This design comes from an exercise in tuning for small area and a short achievable clock period on the open sky130 flow, not from production work.
Function was checked by simulation only, so behaviour that the tests miss may differ from the original.
Power figures rest on the tool's default switching activity, not on a simulated workload.

--- flow/config.mk ---
export PLATFORM = sky130hd
export DESIGN_NAME = ae3240_ic
export DESIGN_NICKNAME = ae3240_ic
export VERILOG_FILES = /design/flow/design.v
export SDC_FILE = /design/flow/constraint.sdc
export NUM_CORES = 8
export LEC_CHECK = 0
export CAP_MARGIN = 35
export CORE_MARGIN = 2
export CORE_UTILIZATION = 40
export CTS_BUF_LIST = sky130_fd_sc_hd__clkbuf_16
export CTS_CLUSTER_DIAMETER = 80
export CTS_CLUSTER_SIZE = 24
export PLACE_DENSITY = 0.6
export SETUP_SLACK_MARGIN = 5
export SLEW_MARGIN = 35
export TNS_END_PERCENT = 0
--- flow/constraint.sdc ---
create_clock -name core_clock -period 17.0 [get_ports {clk}]
set_input_delay 3.4000 -clock core_clock [delete_from_list [all_inputs] [get_ports {clk}]]
set_output_delay 3.4000 -clock core_clock [all_outputs]
set_load 0.01 [all_outputs]
--- flow/design.v ---
module ae3240_ic (
    input  wire        clk,
    input  wire        rst,           
    input  wire [63:0] src_line,      
    input  wire        tick_us,       
    input  wire [4:0]  core_wfi,      
    input  wire [4:0]  core_entry,    
    input  wire        bus_en,
    input  wire        bus_we,
    input  wire [15:0] bus_addr,      
    input  wire [31:0] bus_wdata,
    output reg  [31:0] bus_rdata,
    output reg  [4:0]  irq,
    output reg  [4:0]  stk_fault
);
    localparam NSRC  = 64;
    localparam NCORE = 5;
    genvar s, c, k, g, n;
    wire        wr = bus_en & bus_we;
    wire        rd = bus_en & ~bus_we;
    wire [3:0]  page = bus_addr[15:12];
    wire [9:0]  widx = bus_addr[11:2];
    wire        sel_src   = (page == 4'h0) && (widx[9:6] == 4'd0);
    wire        sel_pend  = (page == 4'h1) && (widx[9:1] == 9'd0);
    wire        sel_en    = (page == 4'h2) && (widx[9:1] == 9'd0);
    wire        sel_line  = (page == 4'h2) && (widx[9:1] == 9'd4);
    wire        hi_word   = widx[0];
    wire [5:0]  src_idx   = widx[5:0];
    wire [4:0]  sel_pg;                       
    generate for (c = 0; c < NCORE; c = c + 1) begin : g_pg
        assign sel_pg[c] = (page == 4 + c);
    end endgenerate
    wire        sel_core  = |sel_pg;
    wire        o_thresh  = (widx == 10'h000);
    wire        o_lvl     = (widx == 10'h001);
    wire        o_cpl     = (widx == 10'h002);
    wire        o_stk0    = (widx == 10'h003);
    wire        o_stk1    = (widx == 10'h004);
    wire        o_cnt     = (widx == 10'h007);
    wire [31:0] wd = rst ? 32'd0 : bus_wdata;
    reg  [63:0] pend;
    reg  [63:0] en;
    reg  [63:0] line_q;
    wire [4*NSRC-1:0]  prio_v;
    wire [3*NSRC-1:0]  tgt_v;
    wire [8*NSRC-1:0]  mod_v;
    wire [63:1]        rdy;
    wire [63:1]        base = pend[63:1] & en[63:1];
    generate for (s = 0; s < NSRC; s = s + 1) begin : g_src
        reg [3:0]  prio;
        reg [2:0]  target;
        reg [7:0]  nmod;                      
        wire we = rst | (wr & sel_src & (src_idx == s));
        always @(posedge clk)
            if (we) begin
                nmod   <= ~wd[15:8];
                target <= wd[6:4];
            end
        if (s != 0) begin : g_p
            always @(posedge clk)
                if (we) prio <= wd[3:0];
            assign prio_v[4*s +: 4] = prio;
        end else begin : g_p0
            assign prio_v[4*s +: 4] = 4'd0;     
        end
        assign tgt_v[3*s +: 3]  = target;
        assign mod_v[8*s +: 8]  = ~nmod;
        if (s != 0) begin : g_age
            reg  [10:0] age;
            wire [11:0] t;                        
            assign t[0] = tick_us & ~(&age);
            for (k = 0; k < 11; k = k + 1) begin : g_inc
                assign t[k+1] = t[k] & age[k];
            end
            always @(posedge clk)
                age <= {11{pend[s]}} & (age ^ t[10:0]);
            wire [8:0] cy;
            assign cy[0] = (|age[2:0]) | (&nmod);
            for (k = 0; k < 8; k = k + 1) begin : g_cmp
                assign cy[k+1] = (age[3+k] & nmod[k]) | (age[3+k] & cy[k]) | (nmod[k] & cy[k]);
            end
            assign rdy[s] = cy[8];
        end
    end endgenerate
    wire [63:0] edges = src_line & ~line_q;
    always @(posedge clk) begin
        if (rst) begin
            line_q <= 64'd0;
            pend   <= 64'd0;
        end else begin
            line_q <= src_line;
            pend[31:1]  <= ((wr && sel_pend && !hi_word) ? bus_wdata[31:1] : pend[31:1]) | edges[31:1];
            pend[63:32] <= ((wr && sel_pend &&  hi_word) ? bus_wdata : pend[63:32]) | edges[63:32];
            pend[0] <= 1'b0;
        end
        if (rst || (wr && sel_en && !hi_word)) en[31:0]  <= wd;
        if (rst || (wr && sel_en &&  hi_word)) en[63:32] <= wd;
    end
    wire [15:1] lvl_oh;
    generate for (k = 1; k < 16; k = k + 1) begin : g_lvl
        assign lvl_oh[k] = (bus_wdata[3:0] == k);
    end endgenerate
    wire [15*NCORE-1:0] lvset_v;
    wire [4*NCORE-1:0]  thresh_v, entlvl_v;
    wire [NCORE-1:0]    nullf_v;
    wire [32*NCORE-1:0] cnt_v;
    generate for (c = 0; c < NCORE; c = c + 1) begin : g_core
        reg  [3:0]  thresh;
        reg  [15:1] lvset;
        reg  [3:0]  entlvl;
        reg         nullf;
        reg  [15:0] stkerr;
        reg  [15:0] nullent;
        reg         ninc, sinc;
        wire [15:0] nullent_v = nullent + {15'd0, ninc};
        wire [15:0] stkerr_v  = stkerr + {15'd0, sinc};
        wire [7:0]  gT3, gT2, gT1, gU3, gU2, gU1;
        for (g = 0; g < 8; g = g + 1) begin : g_grp
            wire [7:0] t3, t2, t1, u3, u2, u1;
            wire       lT3, lT2, lT1;
            for (n = 0; n < 8; n = n + 1) begin : g_cand
                if (8*g + n == 0) begin : g_s0
                    assign t3[n] = 1'b0;
                    assign t2[n] = 1'b0;
                    assign t1[n] = 1'b0;
                    assign u3[n] = 1'b0;
                    assign u2[n] = 1'b0;
                    assign u1[n] = 1'b0;
                end else begin : g_sn
                    wire [3:0] p  = prio_v[4*(8*g+n) +: 4];
                    wire       e  = base[8*g+n] & (tgt_v[3*(8*g+n) +: 3] == c) & (rdy[8*g+n] | core_wfi[c]);
                    assign t3[n] = e & p[3] & p[2];
                    assign t2[n] = e & p[3];
                    assign t1[n] = e & (p[3] | p[2]);
                    wire       e2 = e & (~lT3 | (p[3] & p[2])) & (~lT2 | p[3]) & (~lT1 | p[3] | p[2]);
                    assign u3[n] = e2 & p[1] & p[0];
                    assign u2[n] = e2 & p[1];
                    assign u1[n] = e2 & (p[1] | p[0]);
                end
            end
            assign lT3 = |t3;
            assign lT2 = |t2;
            assign lT1 = |t1;
            assign gT3[g] = lT3;
            assign gT2[g] = lT2;
            assign gT1[g] = lT1;
            assign gU3[g] = |u3;
            assign gU2[g] = |u2;
            assign gU1[g] = |u1;
        end
        wire        T3 = |gT3;
        wire        T2 = |gT2;
        wire        T1 = |gT1;
        wire [7:0]  gh3 = gT3, gh2 = gT2 & ~gT3, gh1 = gT1 & ~gT2, gh0 = ~gT1;
        wire [3:0]  hi_oh = {T3, T2 & ~T3, T1 & ~T2, ~T1};
        wire [3:0]  V1 = {|(gh3 & gU1), |(gh2 & gU1), |(gh1 & gU1), |(gh0 & gU1)};
        wire [3:0]  V2 = {|(gh3 & gU2), |(gh2 & gU2), |(gh1 & gU2), |(gh0 & gU2)};
        wire [3:0]  V3 = {|(gh3 & gU3), |(gh2 & gU3), |(gh1 & gU3), |(gh0 & gU3)};
        wire        U3 = |(hi_oh & V3);
        wire        U2 = |(hi_oh & V2);
        wire        U1 = |(hi_oh & V1);
        wire [3:0]  best = {T2, T3 | (T1 & ~T2), U2, U3 | (U1 & ~U2)};
        reg [3:0] curlvl;
        integer b;
        always @* begin
            curlvl = 4'd0;
            for (b = 1; b < 16; b = b + 1)
                if (lvset[b]) curlvl = b;
        end
        wire [3:0]  lv   = (thresh > curlvl) ? thresh : curlvl;
        wire [4:0]  uth  = {1'b0, U3, U2, U1, 1'b1};
        wire [3:0]  lo_oh = uth[3:0] & ~uth[4:1];
        wire [3:0]  vgt  = (lv[1:0] == 2'd0) ? V1 : (lv[1:0] == 2'd1) ? V2 :
                           (lv[1:0] == 2'd2) ? V3 : 4'd0;
        wire [3:0]  qgt, qeq;
        for (k = 0; k < 4; k = k + 1) begin : g_q
            assign qgt[k] = (k > lv[3:2]);
            assign qeq[k] = (k == lv[3:2]);
        end
        wire        any  = |(hi_oh & (qgt | (qeq & vgt)));
        wire [15:1] best_oh;
        for (k = 1; k < 16; k = k + 1) begin : g_boh
            assign best_oh[k] = hi_oh[k >> 2] & lo_oh[k & 3];
        end
        wire cpl    = wr & sel_pg[c] & o_cpl & ~core_entry[c];
        wire cpl_ok = (lvset != 15'd0) && (bus_wdata[3:0] == curlvl);
        always @(posedge clk) begin
            if (rst) begin
                irq[c]       <= 1'b0;
                stk_fault[c] <= 1'b0;
                lvset        <= 15'd0;
                entlvl       <= 4'd0;
                nullf        <= 1'b0;
            end else begin
                irq[c]       <= any;
                stk_fault[c] <= cpl & ~cpl_ok;
                if (core_entry[c]) begin
                    if (any) begin
                        lvset  <= lvset | best_oh;
                        entlvl <= best;
                        nullf  <= 1'b0;
                    end else
                        nullf  <= 1'b1;
                end else if (cpl && cpl_ok)
                    lvset <= lvset & ~lvl_oh;
            end
            if (rst || (wr && sel_pg[c] && o_thresh))
                thresh <= wd[3:0];
            if (rst || (wr && sel_pg[c] && o_cnt)) begin
                stkerr  <= wd[31:16];
                nullent <= wd[15:0];
                ninc    <= 1'b0;
                sinc    <= 1'b0;
            end else begin
                nullent <= nullent_v;
                stkerr  <= stkerr_v;
                ninc    <= core_entry[c] & ~any;
                sinc    <= cpl & ~cpl_ok;
            end
        end
        assign lvset_v[15*c +: 15] = lvset;
        assign thresh_v[4*c +: 4]  = thresh;
        assign entlvl_v[4*c +: 4]  = entlvl;
        assign nullf_v[c]          = nullf;
        assign cnt_v[32*c +: 32]   = {stkerr_v, nullent_v};
    end endgenerate
    reg  [15:1] rset;
    reg  [3:0]  rthr, rent;
    reg         rnull, rwfi;
    reg  [31:0] rcnt;
    integer i;
    always @* begin
        rset = 15'd0; rthr = 4'd0; rent = 4'd0; rnull = 1'b0; rwfi = 1'b0; rcnt = 32'd0;
        for (i = 0; i < NCORE; i = i + 1)
            if (sel_pg[i]) begin
                rset  = rset  | lvset_v[15*i +: 15];
                rthr  = rthr  | thresh_v[4*i +: 4];
                rent  = rent  | entlvl_v[4*i +: 4];
                rnull = rnull | nullf_v[i];
                rwfi  = rwfi  | core_wfi[i];
                rcnt  = rcnt  | cnt_v[32*i +: 32];
            end
    end
    wire [16*16-1:0] ge;
    assign ge[15:0] = 16'b1;
    generate for (k = 1; k < 16; k = k + 1) begin : g_ge
        assign ge[16*k +: 16] = ge[16*(k-1) +: 16] | ({16{rset[k]}} & {ge[16*(k-1) +: 15], 1'b0});
    end endgenerate
    wire [15:0] rge = ge[16*15 +: 16];        
    reg  [3:0]  pos [1:14];
    reg  [3:0]  rdepth, rcur;
    integer j, bb;
    always @* begin
        for (j = 1; j < 15; j = j + 1) begin
            pos[j] = 4'd0;
            for (bb = j; bb < 16; bb = bb + 1)
                if (rset[bb] && ge[16*(bb-1)+j-1] && !ge[16*(bb-1)+j]) pos[j] = pos[j] | bb;
        end
        rdepth = 4'd0;
        for (j = 1; j < 16; j = j + 1)
            if (rge[j]) rdepth = j;
        rcur = 4'd0;
        for (j = 1; j < 16; j = j + 1)
            if (rset[j]) rcur = j;
    end
    reg  [31:0] rstk0, rstk1;
    always @* begin
        rstk0 = 32'd0;
        rstk1 = 32'd0;
        for (j = 1; j < 8; j = j + 1)
            if (rge[j+1]) rstk0[4*j +: 4] = pos[j];
        for (j = 0; j < 7; j = j + 1)
            if (rge[j+9]) rstk1[4*j +: 4] = pos[j+8];
    end
    reg  [31:0] rdata_next;
    always @* begin
        rdata_next = 32'd0;
        if (sel_src)
            rdata_next = {16'd0, mod_v[8*src_idx +: 8], 1'b0, tgt_v[3*src_idx +: 3], prio_v[4*src_idx +: 4]};
        else if (sel_pend) rdata_next = hi_word ? pend[63:32] : pend[31:0];
        else if (sel_en)   rdata_next = hi_word ? en[63:32]   : en[31:0];
        else if (sel_line) rdata_next = hi_word ? src_line[63:32] : src_line[31:0];
        else if (sel_core) begin
            if (o_thresh)    rdata_next = {28'd0, rthr};
            else if (o_lvl)  rdata_next = {15'd0, rnull, rent, 3'd0, rwfi, rdepth, rcur};
            else if (o_stk0) rdata_next = rstk0;
            else if (o_stk1) rdata_next = rstk1;
            else if (o_cnt)  rdata_next = rcnt;
        end
    end
    always @(posedge clk) begin
        if (rst)
            bus_rdata <= 32'd0;
        else if (rd)
            bus_rdata <= rdata_next;
    end
endmodule
--- flow/flow/run.sh ---
#!/bin/bash
set -euo pipefail
MARGIN=10
R=orfs/results/${FLOW_PLATFORM:-sky130hd}/ae3240_ic/base
YOSYS=$(command -v yosys || echo "$FLOW_HOME/../tools/install/yosys/bin/yosys")

bash standard.sh synth > synth.log 2>&1
cp "$R/1_2_yosys.v" std_synth.v

regs() { grep -oE '^\s*sky130_fd_sc_hd__(s?e?df|dl)[a-z0-9_]* +\S+' "$1" | sed -E 's/_[0-9]+ +/ /; s/^\s*//' | sort; }
if REMAP_IN=std_synth.v REMAP_OUT=remap_synth.v \
   REMAP_LIB="$FLOW_HOME/platforms/sky130hd/lib/sky130_fd_sc_hd__tt_025C_1v80.lib" \
   "$YOSYS" -c flow/remap.tcl > remap.log 2>&1 \
   && [ -s remap_synth.v ] && cmp -s <(regs std_synth.v) <(regs remap_synth.v); then
  echo "remap: registers match, using the remapped netlist" >> remap.log
  cp remap_synth.v "$R/1_2_yosys.v"
  rm -f "$R/1_synth.odb" "$R/1_synth.sdc"
else
  echo "remap: not used" >> remap.log
fi

bash standard.sh SETUP_SLACK_MARGIN=$MARGIN finish > layout.log 2>&1
--- flow/flow/remap.tcl ---
# Map the combinational logic of the standard netlist again, for area.
# Register cells are kept as instances (keep_hierarchy), so their names and
# types stay those of the standard synthesis.
yosys -import
set lib $::env(REMAP_LIB)
read_liberty -ignore_miss_func -ignore_miss_dir $lib
set regs [list]
foreach m [split [string trim [tee -q -s result.string select -list-mod =sky130_fd_sc_hd__*df* =sky130_fd_sc_hd__*dl*]] "\n"] { lappend regs $m }
foreach m $regs { setattr -mod -set keep_hierarchy 1 $m }
read_verilog $::env(REMAP_IN)
hierarchy -top ae3240_ic
flatten
opt -purge
techmap
opt -fast
abc -liberty $lib -dont_use sky130_fd_sc_hd__lpflow_bleeder_1 -dont_use sky130_fd_sc_hd__lpflow_clkbufkapwr_1 -dont_use sky130_fd_sc_hd__lpflow_clkbufkapwr_16 -dont_use sky130_fd_sc_hd__lpflow_clkbufkapwr_2 -dont_use sky130_fd_sc_hd__lpflow_clkbufkapwr_4 -dont_use sky130_fd_sc_hd__lpflow_clkbufkapwr_8 -dont_use sky130_fd_sc_hd__lpflow_clkinvkapwr_1 -dont_use sky130_fd_sc_hd__lpflow_clkinvkapwr_16 -dont_use sky130_fd_sc_hd__lpflow_clkinvkapwr_2 -dont_use sky130_fd_sc_hd__lpflow_clkinvkapwr_4 -dont_use sky130_fd_sc_hd__lpflow_clkinvkapwr_8 -dont_use sky130_fd_sc_hd__lpflow_decapkapwr_12 -dont_use sky130_fd_sc_hd__lpflow_decapkapwr_3 -dont_use sky130_fd_sc_hd__lpflow_decapkapwr_4 -dont_use sky130_fd_sc_hd__lpflow_decapkapwr_6 -dont_use sky130_fd_sc_hd__lpflow_decapkapwr_8 -dont_use sky130_fd_sc_hd__lpflow_inputiso0n_1 -dont_use sky130_fd_sc_hd__lpflow_inputiso0p_1 -dont_use sky130_fd_sc_hd__lpflow_inputiso1n_1 -dont_use sky130_fd_sc_hd__lpflow_inputiso1p_1 -dont_use sky130_fd_sc_hd__lpflow_inputisolatch_1 -dont_use sky130_fd_sc_hd__lpflow_isobufsrc_1 -dont_use sky130_fd_sc_hd__lpflow_isobufsrc_16 -dont_use sky130_fd_sc_hd__lpflow_isobufsrc_2 -dont_use sky130_fd_sc_hd__lpflow_isobufsrc_4 -dont_use sky130_fd_sc_hd__lpflow_isobufsrc_8 -dont_use sky130_fd_sc_hd__lpflow_isobufsrckapwr_16 -dont_use sky130_fd_sc_hd__lpflow_lsbuf_lh_hl_isowell_tap_1 -dont_use sky130_fd_sc_hd__lpflow_lsbuf_lh_hl_isowell_tap_2 -dont_use sky130_fd_sc_hd__lpflow_lsbuf_lh_hl_isowell_tap_4 -dont_use sky130_fd_sc_hd__lpflow_lsbuf_lh_isowell_4 -dont_use sky130_fd_sc_hd__lpflow_lsbuf_lh_isowell_tap_1 -dont_use sky130_fd_sc_hd__lpflow_lsbuf_lh_isowell_tap_2 -dont_use sky130_fd_sc_hd__lpflow_lsbuf_lh_isowell_tap_4 -dont_use sky130_fd_sc_hd__probe_p_8 -dont_use sky130_fd_sc_hd__probec_p_8 
opt_clean -purge
hilomap -singleton -hicell sky130_fd_sc_hd__conb_1 HI -locell sky130_fd_sc_hd__conb_1 LO
stat -liberty $lib
select ae3240_ic
write_verilog -noattr -noexpr -nohex -nodec -selected $::env(REMAP_OUT)
--- flow/standard.sh ---
#!/bin/bash
# synth_recipe.tcl (not shown) runs the flow's synth.tcl, then flattens the netlist and writes it again
# the make line also repeats each setting of config.mk as NAME=value (left out here)
make -C /OpenROAD-flow-scripts/flow DESIGN_CONFIG=/design/flow/config.mk WORK_HOME=/design/flow/orfs CLKGATE_MAP_FILE= SYNTH_SCRIPT=/design/flow/synth_recipe.tcl "${@:-finish}"
==> key figures, run 1 <==
Floorplan
  • Die X: 564.5 µm
  • Die Area: around 320000 µm²
  • Initial Util: around two fifths
  • Total core area: 312200 µm²
  • Die height: 564.5 µm
  • # rows: around 210
  • Number of I/O pins: between 150 and 200

Global routing
  • Largest net degree at the start of global routing: 98
  • Initial antenna violation count: 77
  • Vias in the first global route: 127500
  • First-pass GRT wire length: 1018000 µm
  • Total gr overflow: 0
  • All-layer global routing usage: 44.96%

CTS
  • Clock Sinks: 2171
  • Maximum root-to-sink buffer count: 4
  • CTS root buf: clkbuf_16
  • Clock-pin slew on the worst setup and hold paths: 0.09 ns
  • CTS H-tree depth: 4
  • CTS tree: yes
  • Clock Latency Late Sink: 0.92 ns
  • CTS buffer count: roughly 150
  • Hold-fix buffers at CTS: 0

Pwr
  • Sw frac: 34.34%
  • Net Switching: roughly 4.3 mW
  • Int Power: approximately 8 mW
  • Peak supply drop: 107.9 µV
  • Comb pwr share: 18.2%
  • Clock share of power: 31.8%
  • Static Leakage: 50.90 nW
  • Flop pwr share: between 50% and 60%
  • Pwr dens: 82.61 nW/µm²

Worst setup path
  • CP cell instances: buf_16 -> clkinv_8 -> buf_16 -> o211ai_1 -> nand3_1 -> o2111a_1 -> a31oi_1 -> nor4_1 -> a32oi_1 -> nand3_1 -> o21bai_1 -> o221ai_2 -> o31ai_1 -> buf_4 -> a2111o_1 -> o221ai_4 -> o31ai_4 -> buf_4 -> buf_2 -> or3_1 -> a21oi_1
  • Crit Path Max Fanout: 8
  • Worst endpoint required time: 17.82 ns
  • Worst Setup End Kind: flop
  • CP max-delay cell: nor4_1
  • CP Class: input pin to flop
  • Cell family with most CP delay: compound AO/OA/AOI/OAI gates
  • CP startpoint kind: input pin
  • Worst Path Arrival: approximately 8.5 ns
  • Largest stage delay on the critical path: 0.86 ns
  • Worst Path Buf+Inv: 6

Final layout
  • # fillers: around 30000
  • Area Growth Syn to Fin: 20.45%
  • Final Non-Filler Cells: 19600
  • Layout cells sized above 1: between 10% and 20%
  • Footprint of the multi-input gates: approximately 76000 µm²
  • Register area: approximately 54000 µm²
  • Final nets: 15420

Routing
  • DRT iter0 DRCs: between 20000 and 25000
  • Drt drc: 0
  • Antenna Nets Post-Route: 0
  • Routed WL: 749200 µm
  • Drt first pass iters: 9
  • DR vias/cell: 7.185
  • Total number of vias: ~140k
  • DR WL/cell: 38.22 µm

Logic synthesis
  • Post-Syn Area per Cell: 8.892 µm²
  • Syn Std Cell Area: 125700 µm²
  • Post-Syn Instances: 14130
  • Ys Warns: 2
  • Post-Syn Nets: 14260

Timing
  • Tcrit/Tclk final: 44.96%
  • Total negative slack: 0 ns
  • Layout Skew: 0.07591 ns
  • Final Hold Vio Count: 0
  • Slew of the pin with the lowest slew margin: 1.097 ns
  • Pins Over Slew Limit: 0
  • Max Freq: between 100 and 150 MHz
  • Relative slew slack: 26.21%
  • RSZ-0062 raised after global routing: true
  • Final setup viols: 0
  • Final Critical Period: 7.643 ns

Worst hold path
  • Hold Path Class: flop to flop

Flow run
  • MaxCap Viol Count: 0

Place
  • Placed cells: 18960
  • Number of port buffers: between 150 and 200
  • RePlAce Congestion: 1.102
  • Detailed placement HPWL: 565700 µm

Outcome
  • Status: finished clean
-- registers in the layout, indices dropped and copies added (netlist names) --
register         flops
pend                63
g_core.nullf         5
g_core.nullent      80
bus_rdata           32
g_src.nmod         512
g_core.sinc          5
g_src.prio         252
stk_fault            5
line_q              63
g_core.ninc          5
g_core.entlvl       20
g_core.thresh       20
g_src.target       192
g_core.lvset        75
irq                  5
g_src.g_age.age    693
g_core.stkerr       80
en                  64
-- worst reg2reg max path, delay by kind of cell, from the launching register on --
family / cells / cell delay, ns
AND/OR/NAND/NOR: 8 / 2.56
AO/OA/AOI/OAI: 11 / 2.46
buffers and inverters: 3 / 0.89
flip-flops: 1 / 0.86
-- power groups by stage --
stage	Combinational (mW)	Sequential (mW)	Clock, mW
2_1_floorplan	0.867	6.15	0
3_3_place_gp	1.95	6.34	0
3_5_place_dp	1.96	6.33	0
4_1_cts	2.12	6.22	3.99
5_1_grt	2.29	6.27	4.17
6_report	2.28	6.25	3.98
-- per-layer routing --
layer	part of all wire [%]	vias up	wire (µm)	global-route usage, %
met5	0.030	-	227	0
met4	9.9	34	74120	36.27
met3	12	2352	89170	12.15
met2	41	9811	305100	64.74
met1	37	68760	280700	56.45
li1	-	59890	-	-
-- stage by stage --
step,hold WS (ns),setup slack (ns),utilization [%],power [mW],area (µm²)
finish,0.4752,9.357,48.48,12.50,151300
global route,0.5106,9.389,48.46,12.73,151300
CTS,0.4745,9.697,47.95,12.33,149700
detailed placement,0.4592,6.101,44.26,8.290,138200
global placement,0.4589,6.127,44.01,8.287,137400
floorplan,0.4255,8.628,-,7.019,125800
-- path summary, 6_finish.rpt --
path,startpoint,to,slack [ns],cells after the start
max,core_wfi[1],g_core[1].lvset[1],9.36,21
min,pend[29],pend[29],0.48,2
max reg2reg,g_src[52].prio[3],g_core[4].entlvl[2],10.04,22
min reg2reg,pend[29],pend[29],0.48,2
-- what timing repair did --
action	CTS	global route
setup buffers	234	58
cloned	20	8
pin swaps	196	88
setup endpoints to repair	158	157
hold endpoints to repair	0	0
gates resized for setup	940	160
-- area by class of cell --
| type | count | area share (%) |
|---|---|---|
| inverter | 449 | 1.178 |
| clock buffer | 153 | 2.530 |
| sequential | 2171 | 35.60 |
| antenna | 48 | 0.07937 |
| multi-input combinational | 11510 | 50.19 |
| tap | 4140 | 3.423 |
| timing repair buffer | 1013 | 6.205 |
| clock inverter | 114 | 0.7887 |
-- placed cells by master, fill, tap and decap left out, types with 122 or more instances in the layout --
| cell | count |
|---|---|
| a211oi_1 | 158 |
| and3_1 | 248 |
| o21a_1 | 132 |
| clkdlybuf4s50_1 | 151 |
| o22ai_1 | 424 |
| and2_0 | 244 |
| nor2_1 | 1369 |
| nor3b_1 | 187 |
| nand2_1 | 952 |
| o21bai_1 | 122 |
| buf_4 | 727 |
| dfxtp_1 | 1120 |
| clkinv_1 | 429 |
| clkbuf_16 | 161 |
| a21oi_1 | 1057 |
| edfxtp_1 | 1040 |
| nor2b_1 | 228 |
| a22oi_1 | 749 |
| o21ai_0 | 1077 |
| o2111ai_1 | 212 |
| o211ai_1 | 275 |
| nand3_1 | 399 |
| nor3_1 | 318 |
| nand4_1 | 318 |
==> inputs of run 2 (changes only) <==
--- a/flow/config.mk
+++ b/flow/config.mk
@@ -15,3 +15,3 @@
 export SETUP_SLACK_MARGIN = 5
 export SLEW_MARGIN = 35
-export TNS_END_PERCENT = 0
+export TNS_END_PERCENT = 5
==> run 2 against run 1 <==
- still clean on timing, DRC and antenna
- core utilization fell by 0.077 points
- synthesized cell count did not move
- sequential share of layout area rose by 0.057 points
- die area did not move
- worst hold slack got worse by 0.013 ns
- design area fell by 0.16%
- clock skew rose by 0.010 ns
- highest routed layer unchanged
==> key figures, run 2 <==
Outcome
  • Status: finished clean

Final layout
  • Commonest non-fill, non-tap cell in the layout: nor2_1
  • Layout cells sized above 1: 12.54% (-0.24 points)
  • Final Non-Filler Cells: 19600 (-0.010%)
  • Area Growth Syn to Fin: 20.26%
  • Largest register FFs: 693 (unchanged)
  • Most frequent cells in the layout: 1371 x nor2_1, 1119 x dfxtp_1, 1079 x o21ai_0
  • Reg with most FFs: g_src.g_age.age
  • Largest regs: g_src.g_age.age x693, g_src.nmod x512, g_src.prio x252
  • Final nets: 15420 (-0.026%)

Timing
  • Total negative slack: 0 ns (unchanged)
  • Max Freq: 128.6 MHz (-1.7%)
  • Pins Over Slew Limit: 0 (unchanged)
  • Layout Skew: 0.08610 ns (+0.01019 ns)
  • Tcrit/Tclk final: 45.73% (+0.77 points)
  • Relative slew slack: 28.79% (+2.6 points)
  • Final Hold Vio Count: 0 (unchanged)
  • Final Hold Slack: 0.4624 ns (-0.01281 ns)
  • RSZ-0062 raised after global routing: true
  • Final setup viols: 0 (unchanged)
  • Final Critical Period: 7.774 ns (+0.1309 ns)
  • Slew of the pin with the lowest slew margin: 1.068 ns (-0.02851 ns)

Floorplan
  • Total core area: 312200 µm² (unchanged)
  • Die Area: 318600 µm² (unchanged)
  • Number of I/O pins: 169 (unchanged)
  • Die X: 564.5 µm (unchanged)
  • Initial Util: 40.25% (unchanged)
  • # rows: 205 (unchanged)
  • Die height: 564.5 µm (unchanged)

CTS
  • Clock-pin slew on the worst setup and hold paths: 0.10 ns (about the same)
  • CTS root buf: clkbuf_16
  • Maximum root-to-sink buffer count: 4 (unchanged)
  • Clock Latency Late Sink: 0.91 ns (about the same)
  • CTS tree: yes
  • Hold-fix buffers at CTS: 0 (unchanged)
  • CTS buffer count: 148 (+1.4%)
  • Clock Sinks: 2171 (unchanged)
  • CTS H-tree depth: 4 (unchanged)

Logic synthesis
  • Syn Std Cell Area: 125700 µm² (unchanged)
  • Ys Warns: 2 (unchanged)
  • Post-Syn Instances: 14130 (unchanged)
  • Post-Syn Area per Cell: 8.892 µm² (unchanged)
  • Post-Syn Nets: 14260 (unchanged)

Routing
  • DRT iter0 DRCs: 21850 (+4.3%)
  • Routed WL: 755300 µm (+0.81%)
  • Total number of vias: 141200 (+0.24%)
  • Antenna Nets Post-Route: 0 (unchanged)
  • DR vias/cell: 7.203 (+0.25%)
  • DR WL/cell: 38.54 µm (+0.82%)
  • Drt first pass iters: 9 (unchanged)
  • Drt drc: 0 (unchanged)

Place
  • RePlAce Congestion: 1.108 (+0.59%)
  • Number of port buffers: 166 (unchanged)
  • Placed cells: 18940 (-0.084%)
  • Detailed placement HPWL: 566900 µm (+0.21%)

Worst setup path
  • Worst Setup End Kind: flop
  • Worst Path Arrival: 8.62 ns (+0.16 ns)
  • Worst R2R Setup Slack: 9.58 ns (-0.46 ns)
  • CP startpoint kind: input pin
  • Reg2Reg Depth: 25 (+14%)
  • CP startpoint: core_wfi[4]
  • Crit Path Max Fanout: 42 (+34)
  • CP Class: input pin to flop
  • Largest stage delay on the critical path: 0.51 ns (-0.35 ns)
  • Worst flop-to-flop path startpoint: pend[16]
  • Worst endpoint required time: 17.85 ns (+0.03 ns)
  • Reg-to-Reg End: g_core[1].lvset[5]
  • CP cell instances: buf_4 -> buf_8 -> buf_12 -> o311a_1 -> a222oi_1 -> and4b_2 -> a31oi_1 -> nor4b_2 -> a222oi_1 -> and4_1 -> a2bb2oi_1 -> o311ai_2 -> nor3_1 -> o21a_1 -> a311o_1 -> a31oi_4 -> nor3_1 -> or4_1 -> nand2_1
  • CP max-delay cell: nor4b_2

Global routing
  • Global-route met2 utilization: 64.70% (about the same)
  • Vias in the first global route: 128200 (+0.48%)
  • All-layer global routing usage: 45.31% (+0.35 points)
  • GRT met1 Usage: 56.39% (-0.058 points)
  • Most Crowded Layer GR: met2
  • Total gr overflow: 0 (unchanged)
  • Initial antenna violation count: 74 (-3.9%)
  • Largest net degree at the start of global routing: 85 (-13%)
  • Met3 GRT Util: 12.85% (+0.69 points)
  • First-pass GRT wire length: 1025000 µm (+0.74%)

Pwr
  • Sw frac: 34.28% (-0.054 points)
  • Power Total: 12.52 mW (+0.18%)
  • Clock share of power: 31.9% (about the same)
  • Static Leakage: 50.75 nW (-0.31%)
  • Int Power: 8.231 mW (+0.26%)
  • Flop pwr share: 50.2% (+0.2 points)
  • Comb pwr share: 17.9% (-0.3 points)
  • Net Switching: 4.294 mW (about the same)
  • Pwr dens: 82.89 nW/µm² (+0.34%)
  • Peak supply drop: 99.39 µV (-7.9%)

Worst hold path
  • Hold Path Class: flop to flop
  • Hold_sp: bus_rdata[26]
  • Hold depth: 2 (unchanged)
  • Hold EP: bus_rdata[26]

Flow run
  • MaxCap Viol Count: 0 (unchanged)
## run 2: changes by cell type in the layout (fill, tap and decap cells not counted), sizes merged, moves of 3 or more
cell      previous run  this run
inv                103        92
buf                841       834
bufbuf               7        10
clkinv             453       461
clkinvlp             4         7
## run 2: stage by stage
stage	area [µm²]	worst slack, ns	utilization (%)
2_1_floorplan	125800	8.658	-
3_3_place_gp	137400	6.027	44.02
3_5_place_dp	138100	6.224	44.24
4_1_cts	148800	9.530	47.66
5_1_grt	151000	9.155	48.38
6_report	151100	9.226	48.41
## run 2: how the worst max path moves through the flow
stage,endpoint,cells after the start,slack [ns]
after floorplan,bus_rdata[27],18,8.66
after global placement,bus_rdata[16],22,6.03
after detailed placement,bus_rdata[22],23,6.22
after CTS,bus_rdata[16],26,9.53
after global routing,g_core[0].lvset[5],18,9.16
final,g_core[4].lvset[2],19,9.23
## run 2: layer usage
layer	vias to the layer above	routed length [µm]
li1	59900	-
met1	68780	282100
met2	9942	305200
met3	2517	90470
met4	42	77120
met5	-	420
## run 2: layout make-up
class	count	area (µm²)
Fill cell	29980	161100
Multi-Input combinational cell	11520	75800
Sequential cell	2171	53890
Timing Repair Buffer	1006	9315
Tap cell	4140	5180
Clock buffer	153	3829
Inverter	449	1752
Clock inverter	116	1222
Antenna cell	50	125.1
## run 2: power groups by stage
stage / Combinational [mW] / Sequential (mW) / Clock [mW]
after floorplan: 0.866 / 6.15 / 0
after global placement: 1.92 / 6.37 / 0
after detailed placement: 1.92 / 6.37 / 0
after CTS: 2.08 / 6.25 / 4.01
after global routing: 2.26 / 6.30 / 4.19
final: 2.25 / 6.28 / 3.99
## run 2: worst max-delay path, delay by kind of cell
| family | cells | cell delay (ns) |
|---|---|---|
| buffers and inverters | 3 | 0.64 |
| AOI/OAI and AO/OA | 9 | 2.47 |
| and+or+nand+nor | 7 | 1.98 |
## run 2: timing repair
action | CTS | global route
cloned | 22 | 7
pin swaps | 155 | 115
gates resized for setup | 782 | 246
setup buffers | 216 | 88
endpoints found under the hold margin | 0 | 0
endpoints found under the setup margin | 143 | 142
==> inputs of run 3 (changes only) <==
--- a/flow/design.v
+++ b/flow/design.v
@@ -47,9 +47,26 @@
     wire [63:1]        rdy;
     wire [63:1]        base = pend[63:1] & en[63:1];
+    wire [7:0]  sdec_lo, sdec_hi;
+    wire [63:0] sdec;
+    generate for (k = 0; k < 8; k = k + 1) begin : g_sdec
+        assign sdec_lo[k] = (src_idx[2:0] == k);
+        assign sdec_hi[k] = (src_idx[5:3] == k);
+    end endgenerate
+    generate for (s = 0; s < NSRC; s = s + 1) begin : g_sdec2
+        assign sdec[s] = sdec_hi[s >> 3] & sdec_lo[s & 7];
+    end endgenerate
+    wire [16*NSRC-1:0] cfg_v;
+    reg  [15:0] src_rd;
+    integer q;
+    always @* begin
+        src_rd = 16'd0;
+        for (q = 0; q < NSRC; q = q + 1)
+            src_rd = src_rd | ({16{sdec[q]}} & cfg_v[16*q +: 16]);
+    end
     generate for (s = 0; s < NSRC; s = s + 1) begin : g_src
         reg [3:0]  prio;
         reg [2:0]  target;
         reg [7:0]  nmod;                      
-        wire we = rst | (wr & sel_src & (src_idx == s));
+        wire we = rst | (wr & sel_src & sdec[s]);
         always @(posedge clk)
             if (we) begin
@@ -66,4 +83,5 @@
         assign tgt_v[3*s +: 3]  = target;
         assign mod_v[8*s +: 8]  = ~nmod;
+        assign cfg_v[16*s +: 16] = {mod_v[8*s +: 8], 1'b0, tgt_v[3*s +: 3], prio_v[4*s +: 4]};
         if (s != 0) begin : g_age
             reg  [10:0] age;
@@ -277,5 +295,5 @@
         rdata_next = 32'd0;
         if (sel_src)
-            rdata_next = {16'd0, mod_v[8*src_idx +: 8], 1'b0, tgt_v[3*src_idx +: 3], prio_v[4*src_idx +: 4]};
+            rdata_next = {16'd0, src_rd};
         else if (sel_pend) rdata_next = hi_word ? pend[63:32] : pend[31:0];
         else if (sel_en)   rdata_next = hi_word ? en[63:32]   : en[31:0];
--- a/flow/config.mk
+++ b/flow/config.mk
@@ -15,3 +15,3 @@
 export SETUP_SLACK_MARGIN = 5
 export SLEW_MARGIN = 35
-export TNS_END_PERCENT = 5
+export TNS_END_PERCENT = 0
==> run 3 against run 2 <==
- still clean
- combinational power grew 9.8%
- via count rose by 8.4%
- non-clock buffer count up 127
- clock power fell by 2%
==> key figures, run 3 <==
Outcome
  • Status: finished clean

Flow run
  • MaxCap Viol Count: 0 (unchanged)

Floorplan
  • Initial Util: 40.14% (-0.11 points)
  • Die X: 563.0 µm (-0.26%)
  • Die Area: 317000 µm² (-0.52%)
  • # rows: 205 (unchanged)
  • Number of I/O pins: 169 (unchanged)
  • Die height: 563.0 µm (-0.26%)
  • Total core area: 311400 µm² (-0.25%)

Timing
  • RSZ-0062 raised after global routing: true
  • Final Critical Period: 7.797 ns (+0.02236 ns)
  • Pins Over Slew Limit: 0 (unchanged)
  • Final setup viols: 0 (unchanged)
  • Tcrit/Tclk final: 45.86% (+0.13 points)
  • Final Hold Vio Count: 0 (unchanged)
  • Slew of the pin with the lowest slew margin: 1.211 ns (+0.1432 ns)
  • Layout Skew: 0.09689 ns (+0.01079 ns)
  • Relative slew slack: 18.80% (-10 points)
  • Total negative slack: 0 ns (unchanged)
  • Max Freq: 128.3 MHz (-0.29%)
  • Final Hold Slack: 0.4525 ns (-0.009853 ns)

Routing
  • Antenna Nets Post-Route: 0 (unchanged)
  • Total number of vias: 153100 (+8.4%)
  • Drt drc: 0 (unchanged)
  • DR vias/cell: 7.723 (+7.2%)
  • Routed WL: 942100 µm (+25%)
  • Drt first pass iters: 13 (+4)
  • DRT iter0 DRCs: 28980 (+33%)
  • DR WL/cell: 47.53 µm (+23%)

CTS
  • CTS H-tree depth: 4 (unchanged)
  • Maximum root-to-sink buffer count: 4 (unchanged)
  • Clock-pin slew on the worst setup and hold paths: 0.11 ns (about the same)
  • CTS tree: yes
  • Clock Latency Late Sink: 1.01 ns (+0.10 ns)
  • Hold-fix buffers at CTS: 0 (unchanged)
  • CTS root buf: clkbuf_16
  • CTS buffer count: 143 (-3.4%)
  • Clock Sinks: 2171 (unchanged)

Global routing
  • Total gr overflow: 0 (unchanged)
  • Initial antenna violation count: 108 (+46%)
  • Vias in the first global route: 134600 (+5.1%)
  • Most Crowded Layer GR: met2
  • All-layer global routing usage: 57.08% (+12 points)
  • Global-route met2 utilization: 76.03% (+11 points)
  • Largest net degree at the start of global routing: 127 (+49%)
  • GRT met1 Usage: 62.91% (+6.5 points)
  • Met3 GRT Util: 30.61% (+18 points)
  • First-pass GRT wire length: 1227000 µm (+20%)

Worst setup path
  • Crit Path Max Fanout: 11 (-74%)
  • CP Class: input pin to flop
  • Worst endpoint required time: 17.80 ns (-0.05 ns)
  • Worst Path Arrival: 8.60 ns (-0.02 ns)
  • Worst Setup End Kind: flop
  • CP startpoint kind: input pin

Final layout
  • Final nets: 15580 (+1.0%)
  • Most frequent cells in the layout: 1333 x nor2_1, 1156 x nand2_1, 1122 x dfxtp_1
  • Reg with most FFs: g_src.g_age.age
  • Largest register FFs: 693 (unchanged)
  • Layout cells sized above 1: 13.98% (+1.4 points)
  • Commonest non-fill, non-tap cell in the layout: nor2_1
  • Finished Cell Area: 152800 µm² (+1.1%)
  • Area Growth Syn to Fin: 22.21%
  • Largest regs: g_src.g_age.age x693, g_src.nmod x512, g_src.prio x252

Place
  • Area after DPL: 138700 µm² (+0.45%)
  • Detailed placement HPWL: 734300 µm (+30%)
  • Number of port buffers: 166 (unchanged)
  • RePlAce Congestion: 1.201 (+8.3%)

Logic synthesis
  • Ys Warns: 2 (unchanged)
  • Post-Syn Instances: 14170 (+0.27%)
  • Syn Std Cell Area: 125000 µm² (-0.53%)
  • Post-Syn Nets: 14300 (+0.27%)
  • Post-Syn Area per Cell: 8.821 µm² (-0.79%)

Pwr
  • Static Leakage: 50.76 nW (about the same)
  • Pwr dens: 84.15 nW/µm² (+1.5%)
  • Peak supply drop: 113.8 µV (+15%)
  • Power Total: 12.85 mW (+2.6%)

Worst hold path
  • Hold Path Class: flop to flop
[run 3: per-layer routing]
metal / up-vias / wire length [µm]
li1: 60280 / -
met1: 74160 / 311500
met2: 14310 / 357600
met3: 4278 / 153600
met4: 48 / 118600
met5: - / 857
[run 3: critical path: stages]
cell             delay (ns)
clkdlybuf4s50_1        0.45
buf_4                  0.38
clkinv_1               0.23
nand2_1                0.28
nor2_1                 0.08
buf_4                  0.23
nand2_1                0.10
buf_4                  0.38
o221ai_1               0.27
a221oi_2               0.52
nand3_1                0.27
or4_1                  0.66
nor3_1                 0.35
a31oi_2                0.36
a2111oi_1              0.48
nor2_1                 0.09
[run 3: final cells by class]
cell class	count	area, µm²
inverter	505	1949
multi-input combinational	11490	76180
antenna	118	295.3
clock buffer	144	3603
timing repair buffer	1133	10490
fill	30050	158600
sequential	2171	53880
clock inverter	114	1175
tap	4140	5180
[run 3: metrics by stage]
step | util (%) | std cells | worst slack (ns)
2_1_floorplan | - | 14170 | 8.947
3_3_place_gp | 44.20 | 19110 | 5.436
3_5_place_dp | 44.55 | 19140 | 5.909
4_1_cts | 48.44 | 19650 | 9.656
5_1_grt | 48.97 | 19710 | 9.375
6_report | 49.06 | 19820 | 9.203
[run 3: worst paths after layout]
| kind | from | end | slack, ns | cells after the start |
|---|---|---|---|---|
| hold reg to reg | line_q[40] | pend[40] | 0.45 | 3 |
| setup / recovery | bus_addr[4] | bus_rdata[3] | 9.20 | 16 |
| hold / removal | line_q[40] | pend[40] | 0.45 | 3 |
| setup reg to reg | pend[45] | g_core[4].entlvl[2] | 9.74 | 19 |
[run 3: power by group]
part	internal, mW	total [mW]	switching, mW
clock network	1.70	3.91	2.21
registers	5.78	6.47	0.686
logic	0.633	2.47	1.84
total	8.12	12.9	4.74
[run 3: what timing repair did]
item                       4_1_cts  5_1_grt
cloned                          17        1
setup buffers                  235       43
pin swaps                      220       87
gates resized for setup       1051      187
setup endpoints to repair      335      293
==> inputs of run 4 (changes only) <==
--- a/flow/config.mk
+++ b/flow/config.mk
@@ -8,9 +8,9 @@
 export CAP_MARGIN = 35
 export CORE_MARGIN = 2
-export CORE_UTILIZATION = 40
+export CORE_UTILIZATION = 45
 export CTS_BUF_LIST = sky130_fd_sc_hd__clkbuf_16
 export CTS_CLUSTER_DIAMETER = 80
 export CTS_CLUSTER_SIZE = 24
-export PLACE_DENSITY = 0.6
+export PLACE_DENSITY = 0.65
 export SETUP_SLACK_MARGIN = 5
 export SLEW_MARGIN = 35
==> run 4 against run 3 <==
- area after synthesis did not move
- fmax fell by 5.9%
- clock skew rose by 0.012 ns
- global-route usage rose by 3.5 points
- synthesized cell count did not move
==> key figures, run 4 <==
Outcome
  • Status: finished clean

Timing
  • Slew of the pin with the lowest slew margin: 1.194 ns (-0.01734 ns)
  • RSZ-0062 raised after global routing: true
  • Max Freq: 120.6 MHz (-5.9%)
  • Fin worst setup slack: 8.711 ns (-0.4925 ns)
  • Total negative slack: 0 ns (unchanged)
  • Final Hold Vio Count: 0 (unchanged)
  • Final Critical Period: 8.289 ns (+0.4925 ns)
  • Tcrit/Tclk final: 48.76% (+2.9 points)
  • Final setup viols: 0 (unchanged)
  • Relative slew slack: 20.40% (+1.6 points)
  • Layout Skew: 0.1084 ns (+0.01150 ns)
  • Pins Over Slew Limit: 0 (unchanged)

CTS
  • CTS root buf: clkbuf_16
  • CTS buffer count: 134 (-6.3%)
  • CTS tree: yes
  • Maximum root-to-sink buffer count: 4 (unchanged)
  • Hold-fix buffers at CTS: 0 (unchanged)
  • Clock Latency Late Sink: 0.95 ns (-0.06 ns)
  • CTS H-tree depth: 4 (unchanged)
  • Clock Sinks: 2171 (unchanged)
  • Clock-pin slew on the worst setup and hold paths: 0.10 ns (about the same)

Floorplan
  • Die height: 531.0 µm (-5.7%)
  • Initial Util: 45.21% (+5.1 points)
  • Die X: 531.0 µm (-5.7%)
  • Die Area: 282000 µm² (-11%)
  • Number of I/O pins: 169 (unchanged)
  • # rows: 193 (-5.9%)
  • Total core area: 276500 µm² (-11%)

Final layout
  • Final nets: 15340 (-1.5%)
  • Reg with most FFs: g_src.g_age.age
  • Largest regs: g_src.g_age.age x693, g_src.nmod x512, g_src.prio x252
  • Layout cells sized above 1: 10.98% (-3.0 points)
  • Footprint of the multi-input gates: 74130 µm² (-2.7%)
  • Commonest non-fill, non-tap cell in the layout: nor2_1
  • Most frequent cells in the layout: 1347 x nor2_1, 1170 x nand2_1, 1122 x dfxtp_1
  • Largest register FFs: 693 (unchanged)
  • Register area: 53880 µm² (unchanged)
  • # fillers: 25540 (-15%)
  • Area Growth Syn to Fin: 17.85%

Global routing
  • All-layer global routing usage: 60.59% (+3.5 points)
  • Vias in the first global route: 133300 (-0.98%)
  • Global-route met2 utilization: 78.26% (+2.2 points)
  • Initial antenna violation count: 114 (+5.6%)
  • Met3 GRT Util: 36.83% (+6.2 points)
  • GRT met1 Usage: 65.97% (+3.1 points)
  • Largest net degree at the start of global routing: 84 (-34%)
  • First-pass GRT wire length: 1167000 µm (-4.9%)
  • Total gr overflow: 0 (unchanged)
  • Most Crowded Layer GR: met2

Worst setup path
  • CP Class: input pin to flop
  • Worst Path Arrival: 9.11 ns (+0.51 ns)
  • Cell family with most CP delay: simple AND/OR/NAND/NOR gates
  • CP max-delay cell: o22ai_1
  • Largest stage delay on the critical path: 0.99 ns (+0.33 ns)
  • Worst Setup End Kind: flop
  • CP startpoint kind: input pin
  • Worst R2R Setup Slack: 9.55 ns (-0.19 ns)
  • Worst endpoint required time: 17.82 ns (+0.02 ns)
  • Crit Path Max Fanout: 40 (+29)
  • Worst Path Buf+Inv: 2 (-3)
  • Most used cell, CP: a21oi_1
  • CP cell instances: buf_6 -> buf_4 -> nand2_1 -> nor2_2 -> nand2_1 -> o22ai_1 -> nor2_1 -> nand4_1 -> nor3_1 -> a21oi_1 -> a21oi_1 -> o221ai_1 -> a21oi_1 -> a21oi_1

Routing
  • DRT iter0 DRCs: 32120 (+11%)
  • Total number of vias: 153500 (+0.29%)
  • Drt first pass iters: 14 (+1)
  • Routed WL: 888700 µm (-5.7%)
  • Drt drc: 0 (unchanged)
  • Antenna Nets Post-Route: 0 (unchanged)
  • DR WL/cell: 46.50 µm (-2.2%)
  • DR vias/cell: 8.032 (+4.0%)

Worst hold path
  • Hold Path Class: flop to flop

Logic synthesis
  • Post-Syn Area per Cell: 8.821 µm² (unchanged)
  • Post-Syn Nets: 14300 (unchanged)
  • Syn Std Cell Area: 125000 µm² (unchanged)
  • Post-Syn Instances: 14170 (unchanged)
  • Ys Warns: 2 (unchanged)

Pwr
  • Sw frac: 36.16% (-0.69 points)
  • Comb pwr share: 18.3% (-1.0 points)
  • Clock share of power: 29.7% (-0.7 points)
  • Peak supply drop: 107.9 µV (-5.2%)
  • Flop pwr share: 52.0% (+1.7 points)
  • Pwr dens: 84.71 nW/µm² (+0.66%)
  • Static Leakage: 48.71 nW (-4.0%)
  • Int Power: 7.966 mW (-1.9%)
  • Net Switching: 4.512 mW (-4.7%)

Place
  • Number of port buffers: 166 (unchanged)
  • Dpl ws: 5.861 ns (-0.04820 ns)
  • Detailed placement HPWL: 687300 µm (-6.4%)
  • RePlAce Congestion: 1.247 (+3.9%)

Flow run
  • MaxCap Viol Count: 0 (unchanged)
==> run 4: power groups by stage <==
stage	Sequential (mW)	Clock, mW	Combinational, mW
floorplan	6.16	0	0.807
global placement	6.50	0	1.89
detailed placement	6.50	0	1.91
CTS	6.39	3.63	2.01
global route	6.43	3.80	2.22
finish	6.48	3.71	2.29
==> run 4: per-layer routing <==
layer / vias up / part of all wire [%]
met5: - / 0.27
met4: 70 / 13
met3: 5029 / 18
met2: 15860 / 37
met1: 72830 / 32
li1: 59730 / -
==> run 4: area by class of cell <==
class,instances,area share [%]
Multi-Input combinational cell,11490,50.33
Sequential cell,2171,36.58
Timing Repair Buffer,907,5.468
Tap cell,3705,3.147
Clock buffer,138,2.344
Inverter,505,1.319
Clock inverter,98,0.6506
Antenna cell,97,0.1648
==> run 4: per-stage QoR <==
step | hold WS (ns) | instances | cell area (µm²) | power (mW) | util [%]
detailed placement | 0.4474 | 18610 | 137100 | 8.411 | 49.60
CTS | 0.4745 | 18980 | 145500 | 12.03 | 52.64
floorplan | 0.4270 | 14170 | 125200 | 6.967 | -
global route | 0.4871 | 19030 | 147100 | 12.46 | 53.20
global placement | 0.4471 | 18600 | 136400 | 8.392 | 49.34
finish | 0.4721 | 19110 | 147300 | 12.48 | 53.28
==> run 4: worst register-to-register path, cell delays in order, from the launching register on <==
cell and delay, ns:
edfxtp_1 0.64, a2111oi_0 0.49, nor2_1 0.08, a221o_1 0.27
a222oi_1 0.28, o21a_1 0.61, nor2_1 0.43, a311oi_2 0.69
nand3_4 0.43, a2111oi_1 0.51, buf_4 0.23, a32oi_1 0.07
and4b_1 0.50, o221ai_1 0.50, o21bai_1 0.14, nand4b_1 0.31
and3_4 0.29, o31ai_1 0.10, or4_1 0.61, a21oi_1 0.16
==> run 4: path summary, 6_finish.rpt <==
check,from,to,cells after the start
hold / removal,g_core[4].entlvl[1],g_core[4].entlvl[1],1
setup reg to reg,g_src[59].nmod[0],g_core[4].lvset[2],19
setup / recovery,bus_addr[2],bus_rdata[11],14
hold reg to reg,g_core[4].entlvl[1],g_core[4].entlvl[1],1
==> run 4: repair_timing <==
item | CTS | global route
endpoints found under the hold margin | 0 | 0
pin swaps | 103 | 44
endpoints found under the setup margin | 161 | 176
buffers inserted | 118 | 24
gates resized for setup | 597 | 168
cloned | 9 | 0
==> inputs of run 5 (changes only) <==
--- a/flow/flow/run.sh
+++ b/flow/flow/run.sh
@@ -20,3 +20,14 @@
 fi
 
-bash standard.sh SETUP_SLACK_MARGIN=$MARGIN finish > layout.log 2>&1
+# The delay cells dlygate and dlymetal are kept out of the layout, so that
+# sizing never puts one on a path from a port. The rest of the don't-use list
+# is the platform's own.
+PLATFORM_DONT_USE=$(sed -n '/^export DONT_USE_CELLS/,/^#/p' "$FLOW_HOME/platforms/sky130hd/config.mk" \
+  | grep -o 'sky130_fd_sc_hd__[a-z0-9_]*' | tr '\n' ' ')
+DELAY_CELLS="sky130_fd_sc_hd__dlygate4sd1_1 sky130_fd_sc_hd__dlygate4sd2_1 sky130_fd_sc_hd__dlygate4sd3_1
+  sky130_fd_sc_hd__dlymetal6s2s_1 sky130_fd_sc_hd__dlymetal6s4s_1 sky130_fd_sc_hd__dlymetal6s6s_1"
+echo "don't use: $PLATFORM_DONT_USE $DELAY_CELLS" > dont_use.log
+
+bash standard.sh SETUP_SLACK_MARGIN=$MARGIN \
+  "DONT_USE_CELLS=$(echo $PLATFORM_DONT_USE $DELAY_CELLS)" \
+  finish > layout.log 2>&1
--- a/flow/config.mk
+++ b/flow/config.mk
@@ -8,9 +8,9 @@
 export CAP_MARGIN = 35
 export CORE_MARGIN = 2
-export CORE_UTILIZATION = 45
+export CORE_UTILIZATION = 40
 export CTS_BUF_LIST = sky130_fd_sc_hd__clkbuf_16
 export CTS_CLUSTER_DIAMETER = 80
 export CTS_CLUSTER_SIZE = 24
-export PLACE_DENSITY = 0.65
+export PLACE_DENSITY = 0.6
 export SETUP_SLACK_MARGIN = 5
 export SLEW_MARGIN = 35
==> run 5 against run 4 <==
- area after synthesis did not move
- critical path depth rose by 3
- synthesized cell count did not move
- clock power rose by 2%
- clock skew rose by 0.014 ns
- non-clock buffer count rose by 234
- first-iteration DRC count fell by 11%
- design area rose by 3.4%
- flip-flop and latch count did not move
- critical path type unchanged
- largest cell class unchanged
- largest power group unchanged
- highest routed layer unchanged
==> key figures, run 5 <==
Logic synthesis
  • Post-Syn Nets: 14300 (unchanged)
  • Syn Std Cell Area: 125000 µm² (unchanged)
  • Ys Warns: 2 (unchanged)
  • Post-Syn Instances: 14170 (unchanged)
  • Post-Syn Area per Cell: 8.821 µm² (unchanged)

Final layout
  • Reg with most FFs: g_src.g_age.age
  • Largest regs: g_src.g_age.age x693, g_src.nmod x512, g_src.prio x252
  • Commonest non-fill, non-tap cell in the layout: nor2_1
  • Footprint of the multi-input gates: 75960 µm² (+2.5%)
  • Register area: 53890 µm² (about the same)
  • Area Growth Syn to Fin: 21.91%
  • Largest register FFs: 693 (unchanged)
  • # fillers: 29650 (+16%)
  • Most frequent cells in the layout: 1330 x nor2_1, 1165 x nand2_1, 1120 x dfxtp_1
  • Final nets: 15580 (+1.5%)
  • Layout cells sized above 1: 13.82% (+2.8 points)

CTS
  • Clock Latency Late Sink: 0.97 ns (+0.02 ns)
  • Clock-pin slew on the worst setup and hold paths: 0.10 ns (about the same)
  • CTS H-tree depth: 4 (unchanged)
  • Maximum root-to-sink buffer count: 4 (unchanged)
  • Clock Sinks: 2171 (unchanged)
  • CTS root buf: clkbuf_16
  • CTS buffer count: 137 (+2.2%)
  • Hold-fix buffers at CTS: 0 (unchanged)
  • CTS tree: yes

Global routing
  • Vias in the first global route: 133700 (+0.28%)
  • First-pass GRT wire length: 1226000 µm (+5.1%)
  • Largest net degree at the start of global routing: 140 (+67%)
  • Total gr overflow: 0 (unchanged)
  • Initial antenna violation count: 131 (+15%)
  • All-layer global routing usage: 57.19% (-3.4 points)

Worst setup path
  • Worst endpoint required time: 17.77 ns (-0.05 ns)
  • CP Class: input pin to flop
  • Worst Path Arrival: 8.64 ns (-0.47 ns)
  • CP startpoint kind: input pin
  • Worst Setup End Kind: flop
  • Crit Path Max Fanout: 11 (-73%)

Flow run
  • MaxCap Viol Count: 0 (unchanged)

Timing
  • Total negative slack: 0 ns (unchanged)
  • Tcrit/Tclk final: 46.30% (-2.5 points)
  • Slew of the pin with the lowest slew margin: 1.140 ns (-0.05408 ns)
  • Max Freq: 127.0 MHz (+5.3%)
  • RSZ-0062 raised after global routing: true
  • Final setup viols: 0 (unchanged)
  • Final Hold Vio Count: 0 (unchanged)
  • Final Critical Period: 7.871 ns (-0.4178 ns)
  • Relative slew slack: 23.84% (+3.4 points)
  • Pins Over Slew Limit: 0 (unchanged)
  • Fin worst setup slack: 9.129 ns (+0.4178 ns)
  • Layout Skew: 0.1222 ns (+0.01383 ns)

Floorplan
  • Number of I/O pins: 169 (unchanged)
  • Die Area: 317000 µm² (+12%)
  • Initial Util: 40.14% (-5.1 points)
  • Total core area: 311400 µm² (+13%)
  • Die X: 563.0 µm (+6.0%)
  • Die height: 563.0 µm (+6.0%)
  • # rows: 205 (+6.2%)

Routing
  • Drt first pass iters: 14 (unchanged)
  • DR WL/cell: 47.89 µm (+3.0%)
  • Total number of vias: 153400 (-0.086%)
  • Antenna Nets Post-Route: 0 (unchanged)
  • DR vias/cell: 7.736 (-3.7%)
  • DRT iter0 DRCs: 28600 (-11%)
  • Drt drc: 0 (unchanged)
  • Routed WL: 949600 µm (+6.9%)

Outcome
  • Status: finished clean

Place
  • RePlAce Congestion: 1.193 (-4.3%)
  • Dpl ws: 6.207 ns (+0.3463 ns)
  • Number of port buffers: 166 (unchanged)
  • Detailed placement HPWL: 739400 µm (+7.6%)

Pwr
  • Pwr dens: 83.27 nW/µm² (-1.7%)
  • Static Leakage: 50.58 nW (+3.8%)
  • Peak supply drop: 103.4 µV (-4.2%)

Worst hold path
  • Hold Path Class: flop to flop
run 5: changes by cell type in the layout (fill, tap and decap cells not counted), moves of 20 or more:
cell	delta
a21oi_1	-25
buf_8	+21
a2111oi_0	-21
clkdlybuf4s50_1	-154
a21oi_2	+20
diode_2	+33
clkdlybuf4s25_1	+154
buf_4	+175
run 5: critical path: stages:
cell and delay [ns]:
clkdlybuf4s25_1 0.23, buf_4 0.35, clkinv_1 0.21, nand2_1 0.29, nor2_1 0.07, buf_4 0.23
nand2_2 0.51, buf_4 0.42, o22ai_1 0.19, nor2_1 0.63, nand4_1 0.39, nor3_1 0.45
a21oi_2 0.33, nor4_1 0.43, o311ai_0 0.20, a21oi_1 0.18, nor3_1 0.06
run 5: timing repair:
item / in CTS / in global routing
resized for setup: 918 / 264
endpoints found under the setup margin: 142 / 142
pin swaps: 186 / 112
cloned: 16 / 6
buffers inserted: 227 / 90
run 5: area by class of cell:
| class | instances | share of cell area (%) |
|---|---|---|
| multi-input combinational | 11490 | 49.85 |
| antenna | 130 | 0.2135 |
| sequential | 2171 | 35.36 |
| tap | 4140 | 3.399 |
| clock inverter | 111 | 0.7119 |
| timing repair buffer | 1141 | 6.910 |
| clock buffer | 138 | 2.266 |
| inverter | 505 | 1.288 |
run 5: per-stage QoR:
step                cells  power (mW)  hold WS, ns  cell area, µm²  util (%)
floorplan           14170       6.967       0.4270          125200         -
global placement    19070       8.508       0.4493          137500     44.15
detailed placement  19100       8.521       0.4498          138400     44.43
CTS                 19590       12.30       0.4722          149600     48.03
global route        19720       12.70       0.4928          152100     48.85
finish              19830       12.69       0.4719          152400     48.94
run 5: path summary, 6_finish.rpt:
kind	end	slack (ns)	cells past startpoint	start
worst max register to register	g_core[4].entlvl[3]	9.87	17	pend[56]
worst min register to register	g_core[4].entlvl[1]	0.47	1	g_core[4].entlvl[1]
worst max-delay path	bus_rdata[14]	9.13	17	bus_addr[4]
worst min-delay path	g_core[4].entlvl[1]	0.47	1	g_core[4].entlvl[1]
run 5: per-layer routing:
metal	vias up	share of wire [%]	wire (µm)	GRT usage, %
met2	14570	38	362700	76.82
met3	4259	16	152800	28.57
li1	60280	-	-	-
met5	-	0.051	485	0.4217
met4	38	13	120500	57.55
met1	74250	33	313200	63.74
run 5: where the power goes:
group / internal [mW] / switching, mW / leakage [nW]
combinational: 0.616 / 1.80 / 28.8
sequential: 5.78 / 0.709 / 19.3
clock: 1.64 / 2.14 / 2.39
total: 8.04 / 4.65 / 50.6
==> inputs of run 6 (changes only) <==
--- a/flow/design.v
+++ b/flow/design.v
@@ -47,26 +47,9 @@
     wire [63:1]        rdy;
     wire [63:1]        base = pend[63:1] & en[63:1];
-    wire [7:0]  sdec_lo, sdec_hi;
-    wire [63:0] sdec;
-    generate for (k = 0; k < 8; k = k + 1) begin : g_sdec
-        assign sdec_lo[k] = (src_idx[2:0] == k);
-        assign sdec_hi[k] = (src_idx[5:3] == k);
-    end endgenerate
-    generate for (s = 0; s < NSRC; s = s + 1) begin : g_sdec2
-        assign sdec[s] = sdec_hi[s >> 3] & sdec_lo[s & 7];
-    end endgenerate
-    wire [16*NSRC-1:0] cfg_v;
-    reg  [15:0] src_rd;
-    integer q;
-    always @* begin
-        src_rd = 16'd0;
-        for (q = 0; q < NSRC; q = q + 1)
-            src_rd = src_rd | ({16{sdec[q]}} & cfg_v[16*q +: 16]);
-    end
     generate for (s = 0; s < NSRC; s = s + 1) begin : g_src
         reg [3:0]  prio;
         reg [2:0]  target;
         reg [7:0]  nmod;                      
-        wire we = rst | (wr & sel_src & sdec[s]);
+        wire we = rst | (wr & sel_src & (src_idx == s));
         always @(posedge clk)
             if (we) begin
@@ -83,5 +66,4 @@
         assign tgt_v[3*s +: 3]  = target;
         assign mod_v[8*s +: 8]  = ~nmod;
-        assign cfg_v[16*s +: 16] = {mod_v[8*s +: 8], 1'b0, tgt_v[3*s +: 3], prio_v[4*s +: 4]};
         if (s != 0) begin : g_age
             reg  [10:0] age;
@@ -295,5 +277,5 @@
         rdata_next = 32'd0;
         if (sel_src)
-            rdata_next = {16'd0, src_rd};
+            rdata_next = {16'd0, mod_v[8*src_idx +: 8], 1'b0, tgt_v[3*src_idx +: 3], prio_v[4*src_idx +: 4]};
         else if (sel_pend) rdata_next = hi_word ? pend[63:32] : pend[31:0];
         else if (sel_en)   rdata_next = hi_word ? en[63:32]   : en[31:0];
==> run 6 against run 5 <==
- still clean
- sequential share of layout area rose by 0.34 points
- cell count fell by 1.5%
- non-clock buffer count down 154
- synthesized cell count is 0.27% lower
- largest power group unchanged
==> key figures, run 6 <==
Outcome
  • Status: finished clean

Worst hold path
  • Hold Path Class: flop to flop

CTS
  • CTS H-tree depth: 4 (unchanged)
  • Clock-pin slew on the worst setup and hold paths: 0.11 ns (about the same)
  • Hold-fix buffers at CTS: 0 (unchanged)
  • Clock Sinks: 2171 (unchanged)
  • Clock Latency Late Sink: 0.94 ns (-0.03 ns)
  • CTS tree: yes
  • CTS buffer count: 141 (+2.9%)
  • Maximum root-to-sink buffer count: 4 (unchanged)

Logic synthesis
  • Post-Syn Area per Cell: 8.892 µm² (+0.80%)
  • Post-Syn Nets: 14260 (-0.27%)
  • Syn Std Cell Area: 125700 µm² (+0.53%)
  • Post-Syn Instances: 14130 (-0.27%)

Final layout
  • Final nets: 15390 (-1.2%)
  • Finished Cell Area: 150900 µm² (-0.94%)
  • Commonest non-fill, non-tap cell in the layout: nor2_1
  • Largest register FFs: 693 (unchanged)
  • Most frequent cells in the layout: 1364 x nor2_1, 1115 x dfxtp_1, 1080 x o21ai_0
  • Layout cells sized above 1: 12.59% (-1.2 points)
  • Largest regs: g_src.g_age.age x693, g_src.nmod x512, g_src.prio x252

Worst setup path
  • Worst Path Arrival: 8.58 ns (-0.06 ns)
  • Worst Setup End Kind: flop
  • CP startpoint: bus_addr[3]
  • CP startpoint kind: input pin
  • Reg2Reg Depth: 16 (-1)
  • Worst endpoint required time: 17.82 ns (+0.05 ns)
  • Cell family with most CP delay: compound AO/OA/AOI/OAI gates
  • Crit Path Max Fanout: 65 (+54)
  • CP cell instances: clkdlybuf4s15_2 -> nor2b_4 -> buf_4 -> buf_12 -> buf_6 -> a22oi_1 -> a21oi_1 -> nor4_2 -> o22ai_1 -> nor2_1 -> o22ai_1 -> a211oi_1
  • Largest stage delay on the critical path: 0.85 ns (+0.22 ns)
  • CP Class: input pin to flop
  • Worst R2R Setup Slack: 10.22 ns (+0.35 ns)
  • Most used cell, CP: o22ai_1
  • Worst flop-to-flop path startpoint: pend[26]
  • Reg-to-Reg End: g_core[2].ninc
  • Worst Setup EP: bus_rdata[10]

Floorplan
  • Total core area: 312200 µm² (+0.25%)
  • Die Area: 318600 µm² (+0.52%)
  • Number of I/O pins: 169 (unchanged)
  • Die height: 564.5 µm (+0.26%)
  • Die X: 564.5 µm (+0.26%)

Global routing
  • Vias in the first global route: 126500 (-5.3%)
  • First-pass GRT wire length: 991200 µm (-19%)
  • Total gr overflow: 0 (unchanged)
  • Largest net degree at the start of global routing: 117 (-16%)
  • Initial antenna violation count: 67 (-49%)

Timing
  • Layout Skew: 0.1066 ns (-0.01567 ns)
  • Relative slew slack: 26.54% (+2.7 points)
  • Final Hold Vio Count: 0 (unchanged)
  • Total negative slack: 0 ns (unchanged)
  • Slew of the pin with the lowest slew margin: 1.102 ns (-0.03810 ns)
  • Final setup viols: 0 (unchanged)
  • Final Critical Period: 7.757 ns (-0.1145 ns)
  • Max Freq: 128.9 MHz (+1.5%)
  • Pins Over Slew Limit: 0 (unchanged)
  • RSZ-0062 raised after global routing: true

Routing
  • DR vias/cell: 7.163 (-7.4%)
  • Routed WL: 725000 µm (-24%)
  • Drt first pass iters: 11 (-3)
  • DR WL/cell: 37.10 µm (-23%)
  • Total number of vias: 140000 (-8.7%)
  • Drt drc: 0 (unchanged)
  • DRT iter0 DRCs: 21820 (-24%)

Place
  • Area after DPL: 137600 µm² (-0.54%)
  • Detailed placement HPWL: 544100 µm (-26%)
  • Number of port buffers: 166 (unchanged)
  • RePlAce Congestion: 1.115 (-6.6%)

Pwr
  • Pwr dens: 81.41 nW/µm² (-2.2%)
  • Peak supply drop: 76.45 µV (-26%)

Flow run
  • MaxCap Viol Count: 0 (unchanged)
run 6: per-layer routing:
metal / global-route usage (%) / wire, µm / part of all wire (%)
met5: 0 / 352 / 0.049
met4: 36.09 / 73700 / 10
met3: 11.77 / 86840 / 12
met2: 62.10 / 293200 / 40
met1: 54.72 / 270900 / 37
run 6: how the worst min path moves through the flow:
stage                         from                  end  depth (start not counted)
5_1_grt                   pend[29]             pend[29]                          2
3_5_place_dp            line_q[26]             pend[26]                          3
3_3_place_gp            line_q[20]             pend[20]                          3
2_1_floorplan  g_core[3].entlvl[3]  g_core[3].entlvl[3]                          2
4_1_cts                 line_q[11]             pend[11]                          3
6_report                line_q[19]             pend[19]                          3
run 6: worst reg2reg max path, stage by stage (launching register included):
cell,delay [ns]
dfxtp_2,0.70
nand2_1,0.60
nor4b_1,1.04
o21ai_0,0.28
o2111ai_2,0.54
nor3_1,0.14
o2111ai_1,0.34
o221ai_1,0.24
or3_1,0.43
and2_0,0.22
a2111oi_4,0.42
a41oi_2,0.19
and2_1,0.20
o31a_1,0.33
o22ai_4,0.29
nand3_1,0.32
nor3_2,0.40
run 6: cell type report:
cell class                 count  area [µm²]
antenna                       22       55.05
inverter                     449        1788
timing repair buffer         987        9241
fill                       30050      161200
clock inverter               110        1071
tap                         4140        5180
multi-input combinational  11510       76040
sequential                  2171       53890
timing repair inverter         2       22.52
clock buffer                 146        3654
run 6: metrics by stage:
stage | power (mW) | hold WS [ns] | util (%) | setup slack (ns) | std cells
2_1_floorplan | 7.019 | 0.4255 | - | 8.628 | 14130
3_3_place_gp | 8.230 | 0.4552 | 43.90 | 5.691 | 18890
3_5_place_dp | 8.231 | 0.4591 | 44.08 | 6.350 | 18910
4_1_cts | 12.14 | 0.4746 | 47.92 | 9.712 | 19460
5_1_grt | 12.52 | 0.4968 | 48.34 | 9.375 | 19520
6_report | 12.29 | 0.4788 | 48.36 | 9.243 | 19540
run 6: power by group:
| part | switching, mW | internal, mW | total (mW) | leakage (nW) |
|---|---|---|---|---|
| registers | 0.496 | 5.78 | 6.28 | 19.3 |
| logic | 1.57 | 0.623 | 2.19 | 28.8 |
| clock network | 2.10 | 1.72 | 3.82 | 2.44 |
run 6: timing repair:
item	CTS	global route
cloned	28	5
setup endpoints to repair	142	141
setup buffers	264	53
gates resized for setup	989	134
pin swaps	213	92

Setup slack of run 6, layout unchanged: 9.243 ns with ideal ports, 9.093 ns with driving cells assumed (clock clkbuf_16, inputs buf_2), 8.110 ns with port delays also shifted by the 0.983 ns mid clock arrival.
